This design comes from an exercise in tuning for small area, a short achievable clock period and few clock cycles per item on the open sky130 flow, not from production work.
At most, simulation tests tie the RTL to the original design; equivalence was not proved.
Only the layout flow was run in run 2; the RTL was not checked for function there.

===== design.v =====
module aes_sbox (
    input  wire [7:0] a,
    output reg  [7:0] y
);
    always @(*) begin
        case (a)
            8'h00: y = 8'h63;
            8'h01: y = 8'h7c;
            8'h02: y = 8'h77;
            8'h03: y = 8'h7b;
            8'h04: y = 8'hf2;
            8'h05: y = 8'h6b;
            8'h06: y = 8'h6f;
            8'h07: y = 8'hc5;
            8'h08: y = 8'h30;
            8'h09: y = 8'h01;
            8'h0a: y = 8'h67;
            8'h0b: y = 8'h2b;
            8'h0c: y = 8'hfe;
            8'h0d: y = 8'hd7;
            8'h0e: y = 8'hab;
            8'h0f: y = 8'h76;
            8'h10: y = 8'hca;
            8'h11: y = 8'h82;
            8'h12: y = 8'hc9;
            8'h13: y = 8'h7d;
            8'h14: y = 8'hfa;
            8'h15: y = 8'h59;
            8'h16: y = 8'h47;
            8'h17: y = 8'hf0;
            8'h18: y = 8'had;
            8'h19: y = 8'hd4;
            8'h1a: y = 8'ha2;
            8'h1b: y = 8'haf;
            8'h1c: y = 8'h9c;
            8'h1d: y = 8'ha4;
            8'h1e: y = 8'h72;
            8'h1f: y = 8'hc0;
            8'h20: y = 8'hb7;
            8'h21: y = 8'hfd;
            8'h22: y = 8'h93;
            8'h23: y = 8'h26;
            8'h24: y = 8'h36;
            8'h25: y = 8'h3f;
            8'h26: y = 8'hf7;
            8'h27: y = 8'hcc;
            8'h28: y = 8'h34;
            8'h29: y = 8'ha5;
            8'h2a: y = 8'he5;
            8'h2b: y = 8'hf1;
            8'h2c: y = 8'h71;
            8'h2d: y = 8'hd8;
            8'h2e: y = 8'h31;
            8'h2f: y = 8'h15;
            8'h30: y = 8'h04;
            8'h31: y = 8'hc7;
            8'h32: y = 8'h23;
            8'h33: y = 8'hc3;
            8'h34: y = 8'h18;
            8'h35: y = 8'h96;
            8'h36: y = 8'h05;
            8'h37: y = 8'h9a;
            8'h38: y = 8'h07;
            8'h39: y = 8'h12;
            8'h3a: y = 8'h80;
            8'h3b: y = 8'he2;
            8'h3c: y = 8'heb;
            8'h3d: y = 8'h27;
            8'h3e: y = 8'hb2;
            8'h3f: y = 8'h75;
            8'h40: y = 8'h09;
            8'h41: y = 8'h83;
            8'h42: y = 8'h2c;
            8'h43: y = 8'h1a;
            8'h44: y = 8'h1b;
            8'h45: y = 8'h6e;
            8'h46: y = 8'h5a;
            8'h47: y = 8'ha0;
            8'h48: y = 8'h52;
            8'h49: y = 8'h3b;
            8'h4a: y = 8'hd6;
            8'h4b: y = 8'hb3;
            8'h4c: y = 8'h29;
            8'h4d: y = 8'he3;
            8'h4e: y = 8'h2f;
            8'h4f: y = 8'h84;
            8'h50: y = 8'h53;
            8'h51: y = 8'hd1;
            8'h52: y = 8'h00;
            8'h53: y = 8'hed;
            8'h54: y = 8'h20;
            8'h55: y = 8'hfc;
            8'h56: y = 8'hb1;
            8'h57: y = 8'h5b;
            8'h58: y = 8'h6a;
            8'h59: y = 8'hcb;
            8'h5a: y = 8'hbe;
            8'h5b: y = 8'h39;
            8'h5c: y = 8'h4a;
            8'h5d: y = 8'h4c;
            8'h5e: y = 8'h58;
            8'h5f: y = 8'hcf;
            8'h60: y = 8'hd0;
            8'h61: y = 8'hef;
            8'h62: y = 8'haa;
            8'h63: y = 8'hfb;
            8'h64: y = 8'h43;
            8'h65: y = 8'h4d;
            8'h66: y = 8'h33;
            8'h67: y = 8'h85;
            8'h68: y = 8'h45;
            8'h69: y = 8'hf9;
            8'h6a: y = 8'h02;
            8'h6b: y = 8'h7f;
            8'h6c: y = 8'h50;
            8'h6d: y = 8'h3c;
            8'h6e: y = 8'h9f;
            8'h6f: y = 8'ha8;
            8'h70: y = 8'h51;
            8'h71: y = 8'ha3;
            8'h72: y = 8'h40;
            8'h73: y = 8'h8f;
            8'h74: y = 8'h92;
            8'h75: y = 8'h9d;
            8'h76: y = 8'h38;
            8'h77: y = 8'hf5;
            8'h78: y = 8'hbc;
            8'h79: y = 8'hb6;
            8'h7a: y = 8'hda;
            8'h7b: y = 8'h21;
            8'h7c: y = 8'h10;
            8'h7d: y = 8'hff;
            8'h7e: y = 8'hf3;
            8'h7f: y = 8'hd2;
            8'h80: y = 8'hcd;
            8'h81: y = 8'h0c;
            8'h82: y = 8'h13;
            8'h83: y = 8'hec;
            8'h84: y = 8'h5f;
            8'h85: y = 8'h97;
            8'h86: y = 8'h44;
            8'h87: y = 8'h17;
            8'h88: y = 8'hc4;
            8'h89: y = 8'ha7;
            8'h8a: y = 8'h7e;
            8'h8b: y = 8'h3d;
            8'h8c: y = 8'h64;
            8'h8d: y = 8'h5d;
            8'h8e: y = 8'h19;
            8'h8f: y = 8'h73;
            8'h90: y = 8'h60;
            8'h91: y = 8'h81;
            8'h92: y = 8'h4f;
            8'h93: y = 8'hdc;
            8'h94: y = 8'h22;
            8'h95: y = 8'h2a;
            8'h96: y = 8'h90;
            8'h97: y = 8'h88;
            8'h98: y = 8'h46;
            8'h99: y = 8'hee;
            8'h9a: y = 8'hb8;
            8'h9b: y = 8'h14;
            8'h9c: y = 8'hde;
            8'h9d: y = 8'h5e;
            8'h9e: y = 8'h0b;
            8'h9f: y = 8'hdb;
            8'ha0: y = 8'he0;
            8'ha1: y = 8'h32;
            8'ha2: y = 8'h3a;
            8'ha3: y = 8'h0a;
            8'ha4: y = 8'h49;
            8'ha5: y = 8'h06;
            8'ha6: y = 8'h24;
            8'ha7: y = 8'h5c;
            8'ha8: y = 8'hc2;
            8'ha9: y = 8'hd3;
            8'haa: y = 8'hac;
            8'hab: y = 8'h62;
            8'hac: y = 8'h91;
            8'had: y = 8'h95;
            8'hae: y = 8'he4;
            8'haf: y = 8'h79;
            8'hb0: y = 8'he7;
            8'hb1: y = 8'hc8;
            8'hb2: y = 8'h37;
            8'hb3: y = 8'h6d;
            8'hb4: y = 8'h8d;
            8'hb5: y = 8'hd5;
            8'hb6: y = 8'h4e;
            8'hb7: y = 8'ha9;
            8'hb8: y = 8'h6c;
            8'hb9: y = 8'h56;
            8'hba: y = 8'hf4;
            8'hbb: y = 8'hea;
            8'hbc: y = 8'h65;
            8'hbd: y = 8'h7a;
            8'hbe: y = 8'hae;
            8'hbf: y = 8'h08;
            8'hc0: y = 8'hba;
            8'hc1: y = 8'h78;
            8'hc2: y = 8'h25;
            8'hc3: y = 8'h2e;
            8'hc4: y = 8'h1c;
            8'hc5: y = 8'ha6;
            8'hc6: y = 8'hb4;
            8'hc7: y = 8'hc6;
            8'hc8: y = 8'he8;
            8'hc9: y = 8'hdd;
            8'hca: y = 8'h74;
            8'hcb: y = 8'h1f;
            8'hcc: y = 8'h4b;
            8'hcd: y = 8'hbd;
            8'hce: y = 8'h8b;
            8'hcf: y = 8'h8a;
            8'hd0: y = 8'h70;
            8'hd1: y = 8'h3e;
            8'hd2: y = 8'hb5;
            8'hd3: y = 8'h66;
            8'hd4: y = 8'h48;
            8'hd5: y = 8'h03;
            8'hd6: y = 8'hf6;
            8'hd7: y = 8'h0e;
            8'hd8: y = 8'h61;
            8'hd9: y = 8'h35;
            8'hda: y = 8'h57;
            8'hdb: y = 8'hb9;
            8'hdc: y = 8'h86;
            8'hdd: y = 8'hc1;
            8'hde: y = 8'h1d;
            8'hdf: y = 8'h9e;
            8'he0: y = 8'he1;
            8'he1: y = 8'hf8;
            8'he2: y = 8'h98;
            8'he3: y = 8'h11;
            8'he4: y = 8'h69;
            8'he5: y = 8'hd9;
            8'he6: y = 8'h8e;
            8'he7: y = 8'h94;
            8'he8: y = 8'h9b;
            8'he9: y = 8'h1e;
            8'hea: y = 8'h87;
            8'heb: y = 8'he9;
            8'hec: y = 8'hce;
            8'hed: y = 8'h55;
            8'hee: y = 8'h28;
            8'hef: y = 8'hdf;
            8'hf0: y = 8'h8c;
            8'hf1: y = 8'ha1;
            8'hf2: y = 8'h89;
            8'hf3: y = 8'h0d;
            8'hf4: y = 8'hbf;
            8'hf5: y = 8'he6;
            8'hf6: y = 8'h42;
            8'hf7: y = 8'h68;
            8'hf8: y = 8'h41;
            8'hf9: y = 8'h99;
            8'hfa: y = 8'h2d;
            8'hfb: y = 8'h0f;
            8'hfc: y = 8'hb0;
            8'hfd: y = 8'h54;
            8'hfe: y = 8'hbb;
            8'hff: y = 8'h16;
            default: y = 8'h00;
        endcase
    end
endmodule
module aes_inv_sbox (
    input  wire [7:0] a,
    output reg  [7:0] y
);
    always @(*) begin
        case (a)
            8'h00: y = 8'h52;
            8'h01: y = 8'h09;
            8'h02: y = 8'h6a;
            8'h03: y = 8'hd5;
            8'h04: y = 8'h30;
            8'h05: y = 8'h36;
            8'h06: y = 8'ha5;
            8'h07: y = 8'h38;
            8'h08: y = 8'hbf;
            8'h09: y = 8'h40;
            8'h0a: y = 8'ha3;
            8'h0b: y = 8'h9e;
            8'h0c: y = 8'h81;
            8'h0d: y = 8'hf3;
            8'h0e: y = 8'hd7;
            8'h0f: y = 8'hfb;
            8'h10: y = 8'h7c;
            8'h11: y = 8'he3;
            8'h12: y = 8'h39;
            8'h13: y = 8'h82;
            8'h14: y = 8'h9b;
            8'h15: y = 8'h2f;
            8'h16: y = 8'hff;
            8'h17: y = 8'h87;
            8'h18: y = 8'h34;
            8'h19: y = 8'h8e;
            8'h1a: y = 8'h43;
            8'h1b: y = 8'h44;
            8'h1c: y = 8'hc4;
            8'h1d: y = 8'hde;
            8'h1e: y = 8'he9;
            8'h1f: y = 8'hcb;
            8'h20: y = 8'h54;
            8'h21: y = 8'h7b;
            8'h22: y = 8'h94;
            8'h23: y = 8'h32;
            8'h24: y = 8'ha6;
            8'h25: y = 8'hc2;
            8'h26: y = 8'h23;
            8'h27: y = 8'h3d;
            8'h28: y = 8'hee;
            8'h29: y = 8'h4c;
            8'h2a: y = 8'h95;
            8'h2b: y = 8'h0b;
            8'h2c: y = 8'h42;
            8'h2d: y = 8'hfa;
            8'h2e: y = 8'hc3;
            8'h2f: y = 8'h4e;
            8'h30: y = 8'h08;
            8'h31: y = 8'h2e;
            8'h32: y = 8'ha1;
            8'h33: y = 8'h66;
            8'h34: y = 8'h28;
            8'h35: y = 8'hd9;
            8'h36: y = 8'h24;
            8'h37: y = 8'hb2;
            8'h38: y = 8'h76;
            8'h39: y = 8'h5b;
            8'h3a: y = 8'ha2;
            8'h3b: y = 8'h49;
            8'h3c: y = 8'h6d;
            8'h3d: y = 8'h8b;
            8'h3e: y = 8'hd1;
            8'h3f: y = 8'h25;
            8'h40: y = 8'h72;
            8'h41: y = 8'hf8;
            8'h42: y = 8'hf6;
            8'h43: y = 8'h64;
            8'h44: y = 8'h86;
            8'h45: y = 8'h68;
            8'h46: y = 8'h98;
            8'h47: y = 8'h16;
            8'h48: y = 8'hd4;
            8'h49: y = 8'ha4;
            8'h4a: y = 8'h5c;
            8'h4b: y = 8'hcc;
            8'h4c: y = 8'h5d;
            8'h4d: y = 8'h65;
            8'h4e: y = 8'hb6;
            8'h4f: y = 8'h92;
            8'h50: y = 8'h6c;
            8'h51: y = 8'h70;
            8'h52: y = 8'h48;
            8'h53: y = 8'h50;
            8'h54: y = 8'hfd;
            8'h55: y = 8'hed;
            8'h56: y = 8'hb9;
            8'h57: y = 8'hda;
            8'h58: y = 8'h5e;
            8'h59: y = 8'h15;
            8'h5a: y = 8'h46;
            8'h5b: y = 8'h57;
            8'h5c: y = 8'ha7;
            8'h5d: y = 8'h8d;
            8'h5e: y = 8'h9d;
            8'h5f: y = 8'h84;
            8'h60: y = 8'h90;
            8'h61: y = 8'hd8;
            8'h62: y = 8'hab;
            8'h63: y = 8'h00;
            8'h64: y = 8'h8c;
            8'h65: y = 8'hbc;
            8'h66: y = 8'hd3;
            8'h67: y = 8'h0a;
            8'h68: y = 8'hf7;
            8'h69: y = 8'he4;
            8'h6a: y = 8'h58;
            8'h6b: y = 8'h05;
            8'h6c: y = 8'hb8;
            8'h6d: y = 8'hb3;
            8'h6e: y = 8'h45;
            8'h6f: y = 8'h06;
            8'h70: y = 8'hd0;
            8'h71: y = 8'h2c;
            8'h72: y = 8'h1e;
            8'h73: y = 8'h8f;
            8'h74: y = 8'hca;
            8'h75: y = 8'h3f;
            8'h76: y = 8'h0f;
            8'h77: y = 8'h02;
            8'h78: y = 8'hc1;
            8'h79: y = 8'haf;
            8'h7a: y = 8'hbd;
            8'h7b: y = 8'h03;
            8'h7c: y = 8'h01;
            8'h7d: y = 8'h13;
            8'h7e: y = 8'h8a;
            8'h7f: y = 8'h6b;
            8'h80: y = 8'h3a;
            8'h81: y = 8'h91;
            8'h82: y = 8'h11;
            8'h83: y = 8'h41;
            8'h84: y = 8'h4f;
            8'h85: y = 8'h67;
            8'h86: y = 8'hdc;
            8'h87: y = 8'hea;
            8'h88: y = 8'h97;
            8'h89: y = 8'hf2;
            8'h8a: y = 8'hcf;
            8'h8b: y = 8'hce;
            8'h8c: y = 8'hf0;
            8'h8d: y = 8'hb4;
            8'h8e: y = 8'he6;
            8'h8f: y = 8'h73;
            8'h90: y = 8'h96;
            8'h91: y = 8'hac;
            8'h92: y = 8'h74;
            8'h93: y = 8'h22;
            8'h94: y = 8'he7;
            8'h95: y = 8'had;
            8'h96: y = 8'h35;
            8'h97: y = 8'h85;
            8'h98: y = 8'he2;
            8'h99: y = 8'hf9;
            8'h9a: y = 8'h37;
            8'h9b: y = 8'he8;
            8'h9c: y = 8'h1c;
            8'h9d: y = 8'h75;
            8'h9e: y = 8'hdf;
            8'h9f: y = 8'h6e;
            8'ha0: y = 8'h47;
            8'ha1: y = 8'hf1;
            8'ha2: y = 8'h1a;
            8'ha3: y = 8'h71;
            8'ha4: y = 8'h1d;
            8'ha5: y = 8'h29;
            8'ha6: y = 8'hc5;
            8'ha7: y = 8'h89;
            8'ha8: y = 8'h6f;
            8'ha9: y = 8'hb7;
            8'haa: y = 8'h62;
            8'hab: y = 8'h0e;
            8'hac: y = 8'haa;
            8'had: y = 8'h18;
            8'hae: y = 8'hbe;
            8'haf: y = 8'h1b;
            8'hb0: y = 8'hfc;
            8'hb1: y = 8'h56;
            8'hb2: y = 8'h3e;
            8'hb3: y = 8'h4b;
            8'hb4: y = 8'hc6;
            8'hb5: y = 8'hd2;
            8'hb6: y = 8'h79;
            8'hb7: y = 8'h20;
            8'hb8: y = 8'h9a;
            8'hb9: y = 8'hdb;
            8'hba: y = 8'hc0;
            8'hbb: y = 8'hfe;
            8'hbc: y = 8'h78;
            8'hbd: y = 8'hcd;
            8'hbe: y = 8'h5a;
            8'hbf: y = 8'hf4;
            8'hc0: y = 8'h1f;
            8'hc1: y = 8'hdd;
            8'hc2: y = 8'ha8;
            8'hc3: y = 8'h33;
            8'hc4: y = 8'h88;
            8'hc5: y = 8'h07;
            8'hc6: y = 8'hc7;
            8'hc7: y = 8'h31;
            8'hc8: y = 8'hb1;
            8'hc9: y = 8'h12;
            8'hca: y = 8'h10;
            8'hcb: y = 8'h59;
            8'hcc: y = 8'h27;
            8'hcd: y = 8'h80;
            8'hce: y = 8'hec;
            8'hcf: y = 8'h5f;
            8'hd0: y = 8'h60;
            8'hd1: y = 8'h51;
            8'hd2: y = 8'h7f;
            8'hd3: y = 8'ha9;
            8'hd4: y = 8'h19;
            8'hd5: y = 8'hb5;
            8'hd6: y = 8'h4a;
            8'hd7: y = 8'h0d;
            8'hd8: y = 8'h2d;
            8'hd9: y = 8'he5;
            8'hda: y = 8'h7a;
            8'hdb: y = 8'h9f;
            8'hdc: y = 8'h93;
            8'hdd: y = 8'hc9;
            8'hde: y = 8'h9c;
            8'hdf: y = 8'hef;
            8'he0: y = 8'ha0;
            8'he1: y = 8'he0;
            8'he2: y = 8'h3b;
            8'he3: y = 8'h4d;
            8'he4: y = 8'hae;
            8'he5: y = 8'h2a;
            8'he6: y = 8'hf5;
            8'he7: y = 8'hb0;
            8'he8: y = 8'hc8;
            8'he9: y = 8'heb;
            8'hea: y = 8'hbb;
            8'heb: y = 8'h3c;
            8'hec: y = 8'h83;
            8'hed: y = 8'h53;
            8'hee: y = 8'h99;
            8'hef: y = 8'h61;
            8'hf0: y = 8'h17;
            8'hf1: y = 8'h2b;
            8'hf2: y = 8'h04;
            8'hf3: y = 8'h7e;
            8'hf4: y = 8'hba;
            8'hf5: y = 8'h77;
            8'hf6: y = 8'hd6;
            8'hf7: y = 8'h26;
            8'hf8: y = 8'he1;
            8'hf9: y = 8'h69;
            8'hfa: y = 8'h14;
            8'hfb: y = 8'h63;
            8'hfc: y = 8'h55;
            8'hfd: y = 8'h21;
            8'hfe: y = 8'h0c;
            8'hff: y = 8'h7d;
            default: y = 8'h00;
        endcase
    end
endmodule
module kw_unwrap (
    input  wire         clk,
    input  wire         rst,       
    input  wire         start,     
    input  wire [127:0] kek,       
    input  wire [191:0] wrapped,   
    output wire         busy,
    output wire         done,      
    output wire         ok,        
    output wire [127:0] key        
);
    localparam [2:0] S_IDLE  = 3'd0,
                     S_KEXP  = 3'd1,
                     S_LOAD  = 3'd2,
                     S_ROUND = 3'd3,
                     S_DONE  = 3'd4;
    localparam [63:0] KW_IV = 64'hA6A6A6A6A6A6A6A6;
    reg [2:0]   phase;
    reg [3:0]   rnd;      
    reg [3:0]   t;        
    reg [127:0] st;       
    reg [127:0] rk;       
    reg [127:0] kl;       
    reg [63:0]  a_reg;    
    reg [63:0]  r1;
    reg [63:0]  r2;
    wire accept = start && (phase == S_IDLE || phase == S_DONE);
    assign busy = (phase != S_IDLE) && (phase != S_DONE);
    assign done = (phase == S_DONE);
    assign ok   = (a_reg == KW_IV);
    assign key  = {r1, r2};
    function [7:0] rcon;
        input [3:0] r;
        case (r)
            4'd1:    rcon = 8'h01;
            4'd2:    rcon = 8'h02;
            4'd3:    rcon = 8'h04;
            4'd4:    rcon = 8'h08;
            4'd5:    rcon = 8'h10;
            4'd6:    rcon = 8'h20;
            4'd7:    rcon = 8'h40;
            4'd8:    rcon = 8'h80;
            4'd9:    rcon = 8'h1b;
            4'd10:   rcon = 8'h36;
            default: rcon = 8'h00;
        endcase
    endfunction
    function [7:0] xtime;
        input [7:0] b;
        xtime = {b[6:0], 1'b0} ^ (b[7] ? 8'h1b : 8'h00);
    endfunction
    function [7:0] mul9;
        input [7:0] b;
        mul9 = xtime(xtime(xtime(b))) ^ b;
    endfunction
    function [7:0] mul11;
        input [7:0] b;
        mul11 = xtime(xtime(xtime(b))) ^ xtime(b) ^ b;
    endfunction
    function [7:0] mul13;
        input [7:0] b;
        mul13 = xtime(xtime(xtime(b))) ^ xtime(xtime(b)) ^ b;
    endfunction
    function [7:0] mul14;
        input [7:0] b;
        mul14 = xtime(xtime(xtime(b))) ^ xtime(xtime(b)) ^ xtime(b);
    endfunction
    function [31:0] inv_mix_col;
        input [31:0] c;
        reg [7:0] a0, a1, a2, a3;
        begin
            a0 = c[31:24]; a1 = c[23:16]; a2 = c[15:8]; a3 = c[7:0];
            inv_mix_col = {mul14(a0) ^ mul11(a1) ^ mul13(a2) ^ mul9(a3),
                           mul9(a0)  ^ mul14(a1) ^ mul11(a2) ^ mul13(a3),
                           mul13(a0) ^ mul9(a1)  ^ mul14(a2) ^ mul11(a3),
                           mul11(a0) ^ mul13(a1) ^ mul9(a2)  ^ mul14(a3)};
        end
    endfunction
    wire [127:0] isr;
    genvar gc, gr;
    generate
        for (gc = 0; gc < 4; gc = gc + 1) begin : g_col
            for (gr = 0; gr < 4; gr = gr + 1) begin : g_row
                assign isr[127 - 8*(gr + 4*((gc + gr) % 4)) -: 8] =
                       st[127 - 8*(gr + 4*gc) -: 8];
            end
        end
    endgenerate
    wire [127:0] isb;
    genvar gb;
    generate
        for (gb = 0; gb < 16; gb = gb + 1) begin : g_isbox
            aes_inv_sbox u_isbox (.a(isr[8*gb +: 8]), .y(isb[8*gb +: 8]));
        end
    endgenerate
    wire [127:0] ark = isb ^ rk;
    wire [127:0] imc = {inv_mix_col(ark[127:96]), inv_mix_col(ark[95:64]),
                        inv_mix_col(ark[63:32]),  inv_mix_col(ark[31:0])};
    wire [127:0] kcur = (phase == S_LOAD) ? kl : rk;
    wire [31:0]  w0 = kcur[127:96];
    wire [31:0]  w1 = kcur[95:64];
    wire [31:0]  w2 = kcur[63:32];
    wire [31:0]  w3 = kcur[31:0];
    wire [31:0]  v3 = w3 ^ w2;
    wire [31:0]  v2 = w2 ^ w1;
    wire [31:0]  v1 = w1 ^ w0;
    wire [31:0]  sw_in  = (phase == S_KEXP) ? w3 : v3;
    wire [31:0]  rot    = {sw_in[23:0], sw_in[31:24]};
    wire [31:0]  sw_out;
    generate
        for (gb = 0; gb < 4; gb = gb + 1) begin : g_sbox
            aes_sbox u_sbox (.a(rot[8*gb +: 8]), .y(sw_out[8*gb +: 8]));
        end
    endgenerate
    wire [31:0]  temp = sw_out ^ {rcon(rnd), 24'h000000};
    wire [31:0]  n0 = w0 ^ temp;
    wire [31:0]  n1 = w1 ^ n0;
    wire [31:0]  n2 = w2 ^ n1;
    wire [31:0]  n3 = w3 ^ n2;
    wire [127:0] key_next = {n0, n1, n2, n3};
    wire [127:0] key_prev = {w0 ^ temp, v1, v2, v3};
    wire [127:0] blk_in = {a_reg ^ {60'd0, t}, (t[0] ? r1 : r2)};
    always @(posedge clk) begin
        if (rst) begin
            phase <= S_IDLE;
            rnd   <= 4'd0;
            t     <= 4'd0;
        end else begin
            case (phase)
                S_KEXP: begin
                    rk <= key_next;
                    if (rnd == 4'd10) begin
                        kl    <= key_next;
                        phase <= S_LOAD;
                    end else begin
                        rnd <= rnd + 4'd1;
                    end
                end
                S_LOAD: begin
                    st    <= blk_in ^ kl;
                    rk    <= key_prev;        
                    rnd   <= 4'd9;
                    phase <= S_ROUND;
                end
                S_ROUND: begin
                    if (rnd != 4'd0) begin
                        st  <= imc;
                        rk  <= key_prev;
                        rnd <= rnd - 4'd1;
                    end else begin
                        a_reg <= ark[127:64];
                        if (t[0]) r1 <= ark[63:0];
                        else      r2 <= ark[63:0];
                        if (t == 4'd1) begin
                            phase <= S_DONE;
                        end else begin
                            t     <= t - 4'd1;
                            rnd   <= 4'd10;
                            phase <= S_LOAD;
                        end
                    end
                end
                default: begin    
                    phase <= S_IDLE;
                end
            endcase
            if (accept) begin
                rk    <= kek;
                a_reg <= wrapped[191:128];
                r1    <= wrapped[127:64];
                r2    <= wrapped[63:0];
                t     <= 4'd12;
                rnd   <= 4'd1;
                phase <= S_KEXP;
            end
        end
    end
endmodule

===== run.sh =====
#!/bin/bash
# synth_recipe.tcl (not shown) runs the flow's synth.tcl, then flattens the netlist and writes it again
# the make line also repeats each setting of config.mk as NAME=value (left out here)
make -C /OpenROAD-flow-scripts/flow DESIGN_CONFIG=/design/flow/config.mk WORK_HOME=/design/flow/orfs CLKGATE_MAP_FILE= SYNTH_SCRIPT=/design/flow/synth_recipe.tcl finish

===== config.mk =====
export PLATFORM = sky130hd
export DESIGN_NAME = kw_unwrap
export DESIGN_NICKNAME = kw_unwrap
export VERILOG_FILES = /design/flow/design.v
export SDC_FILE = /design/flow/constraint.sdc
export NUM_CORES = 8
export LEC_CHECK = 0
export CAP_MARGIN = 20
export CORE_MARGIN = 2
export CORE_UTILIZATION = 25
export SLEW_MARGIN = 20

===== constraint.sdc =====
create_clock -name core_clock -period 8.0 [get_ports {clk}]
set_input_delay 1.6000 -clock core_clock [delete_from_list [all_inputs] [get_ports {clk}]]
set_output_delay 1.6000 -clock core_clock [all_outputs]
set_load 0.01 [all_outputs]

==> results of run 1 <==
[worst min-delay path, stage by stage, from the launching register on]
cell,delay [ns]
dfxtp_1,0.36
nor2_1,0.12
a211oi_1,0.06
[worst min path at each step]
stage,start,endpoint,slack [ns],cells past startpoint
after floorplan,t[1],t[1],0.51,2
after global placement,t[1],t[1],0.54,2
after detailed placement,t[1],t[1],0.57,2
after CTS,t[1],t[1],0.58,2
after global routing,rnd[1],rnd[1],0.62,2
final,t[1],t[1],0.59,2
[kinds of logic (layout without fill, tap and decap cells)]
logic type	Yosys count	count (layout)
compound gates	5973	5973
xor+xnor	1353	1353
fa+ha+maj	387	387
buf+inv	1733	1842
flops	715	715
mux	362	362
other cells	0	41
simple gates	5194	5194
[area by class of cell]
cell class / instances / area (um2)
Clock inverter: 61 / 788
Fill cell: 49900 / 323000
Timing Repair Buffer: 1470 / 12800
Clock buffer: 134 / 2900
Antenna cell: 41 / 103
Inverter: 177 / 672
Sequential cell: 715 / 20100
Multi-Input combinational cell: 13300 / 88700
Tap cell: 6125 / 7660
[metrics by stage]
step | setup TNS, ns | util (%) | worst slack (ns)
after CTS | 0 | 29.2 | 1.31
after global placement | 0 | 28.4 | 0.759
after floorplan | -102.05 | - | -0.797
after global routing | 0 | 29.3 | 0.907
after detailed placement | 0 | 28.4 | 0.729
final | 0 | 29.3 | 0.918
[synth_stat cells (60+ instances only)]
cell	count	area share, %
a2111oi_0	78	0.60
a211o_1	80	0.61
a211oi_1	324	2.1
a21o_1	73	0.48
a21oi_1	1457	6.4
a221oi_1	172	1.3
a22oi_1	94	0.61
a311oi_1	199	1.5
a31oi_1	345	1.9
a32oi_1	68	0.52
and2_1	115	0.63
and3_1	104	0.57
buf_1	197	0.64
buf_2	368	1.6
clkbuf_1	968	3.2
dfxtp_1	139	2.4
edfxtp_1	576	15
ha_1	386	4.2
inv_1	148	0.48
mux2i_1	293	2.6
nand2_1	1750	5.7
nand2b_1	92	0.50
nand3_1	488	2.1
nand4_1	96	0.52
nor2_1	1563	5.1
nor3_1	506	2.2
nor3b_1	60	0.39
nor4_1	95	0.52
o2111ai_1	92	0.70
o211ai_1	404	2.6
o21a_1	145	0.95
o21ai_0	1221	5.3
o221ai_1	138	1.1
o22ai_1	162	0.88
o311ai_0	218	1.7
o31ai_1	112	0.73
or3_1	104	0.57
xnor2_1	752	5.7
xnor3_1	210	4.1
xor2_1	302	2.3
[metal layers]
metal	wire length [um]	part of all wire, %	up-vias	global-route usage, %
met5	270	0.035	-	0
met4	79700	10	40	24.9
met3	103000	13	3047	9.07
met2	309000	40	13300	44.8
met1	273000	36	69300	38.1
li1	-	-	59700	-
==> results.py, run 1 <==
metrics = {
    "status": {
        "status": "timing/DRC/antenna clean",
    },
    "route": {
        "drc": 0,
        "drt-pass1-iter-count": 10,
        "wl_um": 765000,
        "drt_iter0_drc": 29100,
        "ant_nets": 0,
        "wl_per_cell_um": 34.8,
        "via_per_inst": 6.61,
        "vias": 145000,
    },
    "timing": {
        "period_needed_ns": 7.08,
        "post-route-period-util_pct": 88.5,
        "whs_ns": 0.592,
        "max_freq_mhz": 141,
        "rsz0062_at_grt": "false",
        "fin_worst_skew_ns": 0.120,
        "max_slew.worst_pin.slew_ns": 1.30,
        "max_slew_margin_pct": 10.6,
        "setup_violations": 0,
        "maxSlewViolCount": 0,
        "final_hold_viol_count": 0,
    },
    "cts": {
        "clk_pin_slew_ns": 0.06,
        "cts_max_level": 3,
        "ctsHoldBuffers": 0,
        "cts_made_buffers": 107,
        "cts-root-buf": "clkbuf_16",
        "cts_num_sinks": 715,
        "max-clock-path-buffers": 4,
        "clk_latency_ns": 0.92,
        "post_cts_buffers": 0,
        "cts-resized-gates": 0,
        "cts_tree": "yes",
    },
    "layout": {
        "nets": 16400,
        "most-common-layout-cells": "nand2_1 (1743), nor2_1 (1544), a21oi_1 (1448)",
        "drive_gt1_share_pct": 10.2,
        "syn2layout_area_growth_pct": 16.5,
        "final_common_cell": "nand2_1",
        "final_cell_area_mm2": 0.134,
        "fin_cells": 22000,
    },
    "synth": {
        "yosys_warnings": 3,
        "synth_edf_count": 576,
        "async_reset_ff_share_pct": 0,
        "yosysSeqAreaShare_pct": 17.5,
        "yosys.area_share.adder_pct": 4.22,
        "synth_compound_area_share_pct": 34.7,
        "synthSimpleGateAreaFrac_pct": 20.4,
        "synthFlopType": "edfxtp_1",
        "ys_ff_latch": 715,
        "postSynthAreaPerCell_um2": 7.30,
        "synthCells": 15700,
        "synth_top_family_by_area": "compound AO/OA/AOI/OAI gates",
        "syn-cell-area_mm2": 0.115,
        "synth_nets": 16400,
        "synthMuxAreaShare_pct": 3.34,
        "synth-xor-area-share_pct": 13.7,
        "yosys.cell_types.count": 119,
    },
    "setup_path": {
        "cp_top_family": "compound AO/OA/AOI/OAI gates",
        "worstSetupEndpoint": "rk[12]",
        "r2r-end": "rk[12]",
        "rrSetupSlack_ns": 0.92,
        "cp-startpoint": "phase[0]",
        "crit_cells": 16,
        "critical_path.cell_chain": "or3b_4, buf_4, mux2i_1, o21ai_1, nand2_1, ha_1, nor3_1, buf_4, a211oi_1, o31ai_1, a211o_1, o21ai_0, a32oi_2, xnor2_1, and3_1, o31ai_1",
        "critPathCaptureType": "flip-flop",
        "cp_max_fo": 45,
        "worstSetupPathType": "reg -> reg",
        "crit_path_top_delay_cell": "a32oi_2",
        "ff2ff_path_depth": 16,
        "reg2reg_from": "phase[0]",
        "start_kind": "flip-flop",
        "arrival_ns": 7.79,
        "cpPeakStageDelay_ns": 0.78,
        "crit_buf_inv": 2,
        "cp.required_ns": 8.71,
    },
    "placement": {
        "gp_congestion": 1.10,
        "dp_hpwl_um": 575000,
        "dp_cells": 21800,
        "dpl_cell_area_mm2": 0.130,
        "io_buffers": 453,
    },
    "min_path": {
        "hold_class": "reg -> reg",
    },
    "grt": {
        "grt_max_degree": 115,
        "grt_pass1_vias": 130000,
        "grt_first_pass_wirelength_um": 1050000,
        "antenna_found_initial": 71,
        "globalRoute.totalOverflow": 0,
        "grt.total_usage_pct": 31.0,
    },
    "floorplan": {
        "die_area_mm2": 0.465,
        "boundaryPins": 454,
        "die_width_um": 682,
        "initial_core_util_pct": 25.1,
        "num_rows": 248,
        "core_mm2": 0.457,
        "die_h_um": 682,
    },
    "job": {
        "drv_cap": 0,
    },
}
Testbench counts, summed over its fixed seeds: cycles 73,216, items 512.
==> run 2, diff against run 1 <==
--- a/design.v
+++ b/design.v
@@ -541,40 +541,37 @@
     output wire         ok,        
     output wire [127:0] key        
 );
-    localparam [2:0] S_IDLE  = 3'd0,
-                     S_KEXP  = 3'd1,
-                     S_LOAD  = 3'd2,
-                     S_ROUND = 3'd3,
-                     S_DONE  = 3'd4;
     localparam [63:0] KW_IV = 64'hA6A6A6A6A6A6A6A6;
-    reg [2:0]   phase;
+    reg         busy_r;
+    reg         done_r;
+    reg         kexp;     
+    reg         first;    
     reg [3:0]   rnd;      
     reg [3:0]   t;        
     reg [127:0] st;       
+    reg [63:0]  ro;       
     reg [127:0] rk;       
     reg [127:0] kl;       
-    reg [63:0]  a_reg;    
-    reg [63:0]  r1;
-    reg [63:0]  r2;
-    wire accept = start && (phase == S_IDLE || phase == S_DONE);
-    assign busy = (phase != S_IDLE) && (phase != S_DONE);
-    assign done = (phase == S_DONE);
-    assign ok   = (a_reg == KW_IV);
-    assign key  = {r1, r2};
-    function [7:0] rcon;
+    wire accept = start && !busy_r;
+    wire last   = !kexp && (rnd == 4'd0);
+    assign busy = busy_r;
+    assign done = done_r;
+    assign ok   = (st[127:64] == KW_IV);
+    assign key  = {st[63:0], ro};
+    function [7:0] rcon1;
         input [3:0] r;
         case (r)
-            4'd1:    rcon = 8'h01;
-            4'd2:    rcon = 8'h02;
-            4'd3:    rcon = 8'h04;
-            4'd4:    rcon = 8'h08;
-            4'd5:    rcon = 8'h10;
-            4'd6:    rcon = 8'h20;
-            4'd7:    rcon = 8'h40;
-            4'd8:    rcon = 8'h80;
-            4'd9:    rcon = 8'h1b;
-            4'd10:   rcon = 8'h36;
-            default: rcon = 8'h00;
+            4'd0:    rcon1 = 8'h01;
+            4'd1:    rcon1 = 8'h02;
+            4'd2:    rcon1 = 8'h04;
+            4'd3:    rcon1 = 8'h08;
+            4'd4:    rcon1 = 8'h10;
+            4'd5:    rcon1 = 8'h20;
+            4'd6:    rcon1 = 8'h40;
+            4'd7:    rcon1 = 8'h80;
+            4'd8:    rcon1 = 8'h1b;
+            4'd9:    rcon1 = 8'h36;
+            default: rcon1 = 8'h00;
         endcase
     endfunction
     function [7:0] xtime;
@@ -608,103 +605,109 @@
                            mul11(a0) ^ mul13(a1) ^ mul9(a2)  ^ mul14(a3)};
         end
     endfunction
+    wire [31:0]  w0 = rk[127:96];
+    wire [31:0]  w1 = rk[95:64];
+    wire [31:0]  w2 = rk[63:32];
+    wire [31:0]  w3 = rk[31:0];
+    wire [31:0]  v3 = w3 ^ w2;
+    wire [31:0]  v2 = w2 ^ w1;
+    wire [31:0]  v1 = w1 ^ w0;
+    wire [31:0]  sw_in  = kexp ? w3 : v3;
+    wire [31:0]  rot    = {sw_in[23:0], sw_in[31:24]};
+    wire [31:0]  sw_out;
+    genvar gb;
+    generate
+        for (gb = 0; gb < 4; gb = gb + 1) begin : g_sbox
+            aes_sbox u_sbox (.a(rot[8*gb +: 8]), .y(sw_out[8*gb +: 8]));
+        end
+    endgenerate
+    wire [31:0]  temp = sw_out ^ {rcon1(rnd), 24'h000000};
+    wire [31:0]  n0 = w0 ^ temp;
+    wire [31:0]  n1 = v1 ^ temp;
+    wire [31:0]  n2 = (v2 ^ w0) ^ temp;
+    wire [31:0]  n3 = (v3 ^ v1) ^ temp;
+    wire [127:0] key_next = {n0, n1, n2, n3};
+    wire [127:0] key_prev = {n0, v1, v2, v3};
+    wire [127:0] blk = {st[127:64] ^ {60'd0, t}, ro} ^ rk;
+    wire [127:0] imc = {inv_mix_col(st[127:96]), inv_mix_col(st[95:64]),
+                        inv_mix_col(st[63:32]),  inv_mix_col(st[31:0])};
+    wire [127:0] x = first ? blk : imc;
     wire [127:0] isr;
     genvar gc, gr;
     generate
         for (gc = 0; gc < 4; gc = gc + 1) begin : g_col
             for (gr = 0; gr < 4; gr = gr + 1) begin : g_row
                 assign isr[127 - 8*(gr + 4*((gc + gr) % 4)) -: 8] =
-                       st[127 - 8*(gr + 4*gc) -: 8];
+                       x[127 - 8*(gr + 4*gc) -: 8];
             end
         end
     endgenerate
     wire [127:0] isb;
-    genvar gb;
     generate
         for (gb = 0; gb < 16; gb = gb + 1) begin : g_isbox
             aes_inv_sbox u_isbox (.a(isr[8*gb +: 8]), .y(isb[8*gb +: 8]));
         end
     endgenerate
-    wire [127:0] ark = isb ^ rk;
-    wire [127:0] imc = {inv_mix_col(ark[127:96]), inv_mix_col(ark[95:64]),
-                        inv_mix_col(ark[63:32]),  inv_mix_col(ark[31:0])};
-    wire [127:0] kcur = (phase == S_LOAD) ? kl : rk;
-    wire [31:0]  w0 = kcur[127:96];
-    wire [31:0]  w1 = kcur[95:64];
-    wire [31:0]  w2 = kcur[63:32];
-    wire [31:0]  w3 = kcur[31:0];
-    wire [31:0]  v3 = w3 ^ w2;
-    wire [31:0]  v2 = w2 ^ w1;
-    wire [31:0]  v1 = w1 ^ w0;
-    wire [31:0]  sw_in  = (phase == S_KEXP) ? w3 : v3;
-    wire [31:0]  rot    = {sw_in[23:0], sw_in[31:24]};
-    wire [31:0]  sw_out;
-    generate
-        for (gb = 0; gb < 4; gb = gb + 1) begin : g_sbox
-            aes_sbox u_sbox (.a(rot[8*gb +: 8]), .y(sw_out[8*gb +: 8]));
-        end
-    endgenerate
-    wire [31:0]  temp = sw_out ^ {rcon(rnd), 24'h000000};
-    wire [31:0]  n0 = w0 ^ temp;
-    wire [31:0]  n1 = w1 ^ n0;
-    wire [31:0]  n2 = w2 ^ n1;
-    wire [31:0]  n3 = w3 ^ n2;
-    wire [127:0] key_next = {n0, n1, n2, n3};
-    wire [127:0] key_prev = {w0 ^ temp, v1, v2, v3};
-    wire [127:0] blk_in = {a_reg ^ {60'd0, t}, (t[0] ? r1 : r2)};
+    wire [127:0] ark = isb ^ key_prev;
     always @(posedge clk) begin
         if (rst) begin
-            phase <= S_IDLE;
-            rnd   <= 4'd0;
-            t     <= 4'd0;
+            busy_r <= 1'b0;
+            done_r <= 1'b0;
+            kexp   <= 1'b0;
+            first  <= 1'b0;
         end else begin
-            case (phase)
-                S_KEXP: begin
-                    rk <= key_next;
-                    if (rnd == 4'd10) begin
-                        kl    <= key_next;
-                        phase <= S_LOAD;
+            done_r <= 1'b0;
+            if (accept) begin
+                busy_r <= 1'b1;
+                kexp   <= 1'b1;
+                first  <= 1'b0;
+                rnd    <= 4'd0;
+                t      <= 4'd12;
+            end else if (busy_r) begin
+                if (kexp) begin
+                    if (rnd == 4'd9) begin
+                        kexp  <= 1'b0;
+                        first <= 1'b1;
                     end else begin
                         rnd <= rnd + 4'd1;
                     end
-                end
-                S_LOAD: begin
-                    st    <= blk_in ^ kl;
-                    rk    <= key_prev;        
-                    rnd   <= 4'd9;
-                    phase <= S_ROUND;
-                end
-                S_ROUND: begin
-                    if (rnd != 4'd0) begin
-                        st  <= imc;
-                        rk  <= key_prev;
-                        rnd <= rnd - 4'd1;
-                    end else begin
-                        a_reg <= ark[127:64];
-                        if (t[0]) r1 <= ark[63:0];
-                        else      r2 <= ark[63:0];
+                end else begin
+                    first <= (rnd == 4'd0);
+                    if (rnd == 4'd0) begin
+                        rnd <= 4'd9;
+                        t   <= t - 4'd1;
                         if (t == 4'd1) begin
-                            phase <= S_DONE;
-                        end else begin
-                            t     <= t - 4'd1;
-                            rnd   <= 4'd10;
-                            phase <= S_LOAD;
+                            busy_r <= 1'b0;
+                            done_r <= 1'b1;
                         end
+                    end else begin
+                        rnd <= rnd - 4'd1;
                     end
                 end
-                default: begin    
-                    phase <= S_IDLE;
-                end
-            endcase
-            if (accept) begin
-                rk    <= kek;
-                a_reg <= wrapped[191:128];
-                r1    <= wrapped[127:64];
-                r2    <= wrapped[63:0];
-                t     <= 4'd12;
-                rnd   <= 4'd1;
-                phase <= S_KEXP;
             end
         end
     end
+    always @(posedge clk) begin
+        if (accept)
+            rk <= kek;
+        else if (kexp)
+            rk <= key_next;
+        else if (last)
+            rk <= kl;
+        else
+            rk <= key_prev;
+    end
+    always @(posedge clk) begin
+        if (kexp)
+            kl <= key_next;
+    end
+    always @(posedge clk) begin
+        if (accept) begin
+            st <= wrapped[191:64];
+            ro <= wrapped[63:0];
+        end else if (busy_r && !kexp) begin
+            st <= ark;
+            if (first) ro <= st[63:0];
+        end
+    end
 endmodule
--- a/config.mk
+++ b/config.mk
@@ -5,6 +5,7 @@
 export SDC_FILE = /design/flow/constraint.sdc
 export NUM_CORES = 8
 export LEC_CHECK = 0
+export ABC_AREA = 1
 export CAP_MARGIN = 20
 export CORE_MARGIN = 2
 export CORE_UTILIZATION = 25
==> results.py, run 2 <==
metrics = {
    "synth": {
        "synthTopCellsByArea": "nand2_1 (27%), nand3_1 (24%), edfxtp_1 (9.4%)",
        "synth_nets": 20200,
        "yosysSeqAreaShare_pct": 12.1,
        "postSynthAreaPerCell_um2": 5.37,
        "synth_edf_count": 328,
        "yosysTopAreaCell": "nand2_1",
        "synthCells": 19600,
        "synthFlopType": "edfxtp_1",
        "yosysMostFrequentCell": "nand2_1",
        "ys_ff_latch": 468,
        "synth_top_area_share_pct": 27.2,
        "yosys.cell_types.count": 66,
        "async_reset_ff_share_pct": 0,
        "synthTopCellsByCount": "nand2_1 (7591), nand3_1 (5082), inv_1 (1261)",
        "syn-cell-area_mm2": 0.105,
        "yosys_warnings": 3,
    },
    "setup_path": {
        "cpMostUsedCell": "nand2_1",
        "start_kind": "flip-flop",
        "crit_path_top_delay_cell": "edfxtp_1",
        "ff2ff_path_depth": 21,
        "crit_buf_inv": 2,
        "reg2reg_from": "st[7]",
        "cp.required_ns": 8.43,
        "r2r-end": "st[29]",
        "cpPeakStageDelay_ns": 0.95,
        "critPathCaptureType": "flip-flop",
        "rrSetupSlack_ns": 1.52,
        "critical_path.cell_chain": "clkinv_1, nand2_1, nand2_1, xor2_1, inv_1, nand3_1, nand3_1, nand2_1, nand2_1, nand2_1, nand2_1, nand2_1, nand2_1, nand2_1, nand2_1, nand3_1, nand3_1, nand2_1, nand2_1, nand3_1, nand2_1",
        "worstSetupPathType": "reg -> reg",
        "cp_max_fo": 20,
        "arrival_ns": 6.91,
        "cp_top_family": "simple AND/OR/NAND/NOR gates",
    },
    "grt": {
        "grt_first_pass_wirelength_um": 1020000,
        "antenna_found_initial": 94,
        "grt_max_degree": 129,
        "globalRoute.totalOverflow": 0,
        "grt_pass1_vias": 130000,
        "grt.total_usage_pct": 32.9,
    },
    "min_path": {
        "hold_path_startpoint": "kl[48]",
        "min_to": "rk[48]",
        "holdPathStages": 2,
        "hold_class": "reg -> reg",
    },
    "layout": {
        "fin_cells": 24800,
        "syn2layout_area_growth_pct": 9.80,
        "most-common-layout-cells": "nand2_1 (7572), nand3_1 (5079), inv_1 (1259)",
        "nets": 19800,
        "final_util_pct": 27.6,
        "drive_gt1_share_pct": 4.70,
        "reg_top3": "kl (128), rk (128), st (128)",
        "final_common_cell": "nand2_1",
    },
    "placement": {
        "gp_congestion": 1.08,
        "post-place-ws_ns": 1.89,
        "dp_cells": 24600,
        "io_buffers": 453,
        "dp_hpwl_um": 563000,
    },
    "job": {
        "drv_cap": 0,
    },
    "timing": {
        "max_slew.worst_pin.slew_ns": 1.26,
        "fin_worst_skew_ns": 0.0843,
        "period_needed_ns": 6.48,
        "maxSlewViolCount": 0,
        "final_hold_viol_count": 0,
        "post-route-period-util_pct": 81.0,
        "fin_ws_ns": 1.52,
        "max_slew_margin_pct": 16.0,
        "max_freq_mhz": 154,
        "final.setup.tns_ns": 0,
        "rsz0062_at_grt": "false",
        "setup_violations": 0,
    },
    "cts": {
        "cts_made_buffers": 74,
        "cts_max_level": 3,
        "cts-resized-gates": 0,
        "cts_num_sinks": 468,
        "cts_tree": "yes",
        "clk_pin_slew_ns": 0.07,
        "cts-root-buf": "clkbuf_16",
        "post_cts_buffers": 0,
        "ctsHoldBuffers": 0,
        "max-clock-path-buffers": 4,
        "clk_latency_ns": 0.85,
    },
    "route": {
        "drt_iter0_drc": 25700,
        "vias": 145000,
        "drt-pass1-iter-count": 10,
        "wl_um": 738000,
        "via_per_inst": 5.83,
        "ant_nets": 0,
        "drc": 0,
        "wl_per_cell_um": 29.8,
    },
    "floorplan": {
        "core_mm2": 0.417,
        "num_rows": 237,
        "die_width_um": 652,
        "initial_core_util_pct": 25.2,
        "die_area_mm2": 0.425,
        "boundaryPins": 454,
        "die_h_um": 652,
    },
    "status": {
        "status": "timing/DRC/antenna clean",
    },
}
==> run 2: cell count changes after synthesis, sizes merged, moves of 322 or more <==
cell	before	now
nor2	1571	590
nand3	488	5105
a21oi	1462	301
inv	161	1365
buf	585	969
xnor2	793	319
clkbuf	971	256
nor3	514	22
nand2	1750	7731
a211oi	328	6
o21ai	1274	820
==> run 2: worst max-delay path by stage <==
stage / startpoint / endpoint / slack [ns] / cells past startpoint
after global routing: st[7] / st[26] / 1.35 / 19
after detailed placement: st[7] / st[29] / 1.89 / 22
after CTS: st[7] / st[29] / 1.84 / 22
after floorplan: kexp / st[0] / 0.39 / 6
after global placement: st[7] / st[29] / 1.83 / 22
final: st[7] / st[29] / 1.52 / 21
==> run 2: through the flow <==
step / hold slack (ns) / cell area [um2]
global route: 0.560 / 115000
finish: 0.530 / 115000
global placement: 0.521 / 112000
floorplan: 0.510 / 105000
CTS: 0.517 / 115000
detailed placement: 0.527 / 113000
==> run 2: area by class of cell <==
class                      count  area (um2)
inverter                    1396        5270
timing repair buffer         765        7080
multi-input combinational  16500       80700
sequential                   468       12700
clock buffer                  86        1990
antenna                       70         175
fill                       48500      302000
clock inverter                44         453
tap                         5497        6880
==> run 2: worst reg2reg max path, cell delays in order, from the launching register on <==
cell      delay, ns
edfxtp_1       0.95
clkinv_1       0.59
nand2_1        0.16
nand2_1        0.19
xor2_1         0.45
inv_1          0.12
nand3_1        0.10
nand3_1        0.58
nand2_1        0.90
nand2_1        0.48
nand2_1        0.19
nand2_1        0.12
nand2_1        0.10
nand2_1        0.06
nand2_1        0.09
nand2_1        0.05
nand3_1        0.11
nand3_1        0.27
nand2_1        0.14
nand2_1        0.05
nand3_1        0.09
nand2_1        0.31
==> run 2: routing by layer <==
| layer | GRT usage [%] | vias to the layer above | routed length [um] |
|---|---|---|---|
| met5 | 0.136 | - | 252 |
| met4 | 24.3 | 36 | 66600 |
| met3 | 7.65 | 2089 | 83300 |
| met2 | 47.9 | 10600 | 302000 |
| met1 | 42.1 | 68000 | 286000 |
| li1 | - | 63900 | - |
==> run 2: cell families after synthesis <==
group                      synth area share, %
and+or+nand+nor                           56.9
buffers and inverters                     11.4
AOI/OAI and AO/OA                         8.34
xor gates and xnor gates                  7.13
DFF                                       12.1
adders and majority gates                 4.11

## port drivers added, routing unchanged
Ports are ideal in the flow. The routed layouts listed here were re-timed in OpenROAD. Step 1 assumes that a clkbuf_16 drives the clock port and a buf_2 every other input. Step 2 adds t to the input delays and takes it off the output delays; t is the mean of the earliest and latest rising clock arrival at the registers after step 1. Input paths then give back, and output paths get back, about the clock's delay inside the block. Slacks: ideal ports / drivers / drivers and shift; pairs: ideal ports / drivers.
run | shift t [ns] | setup WS [ns] | latest minus earliest clock arrival (ns) | worst slew at a driven data input, ns | pins driven straight from the clock port
run 1 | 0.963 | 0.918 / 0.918 / 0.316 | 0.121 / 0.120 | 0.21 | 1
run 2 | 0.906 | 1.521 / 1.521 / 1.521 | 0.086 / 0.085 | 0.26 | 1
After both steps setup and hold are still met in every run listed. The setup slack of run 1, which loses most, moves by 0.000 ns with the drivers and by -0.602 ns with both steps.
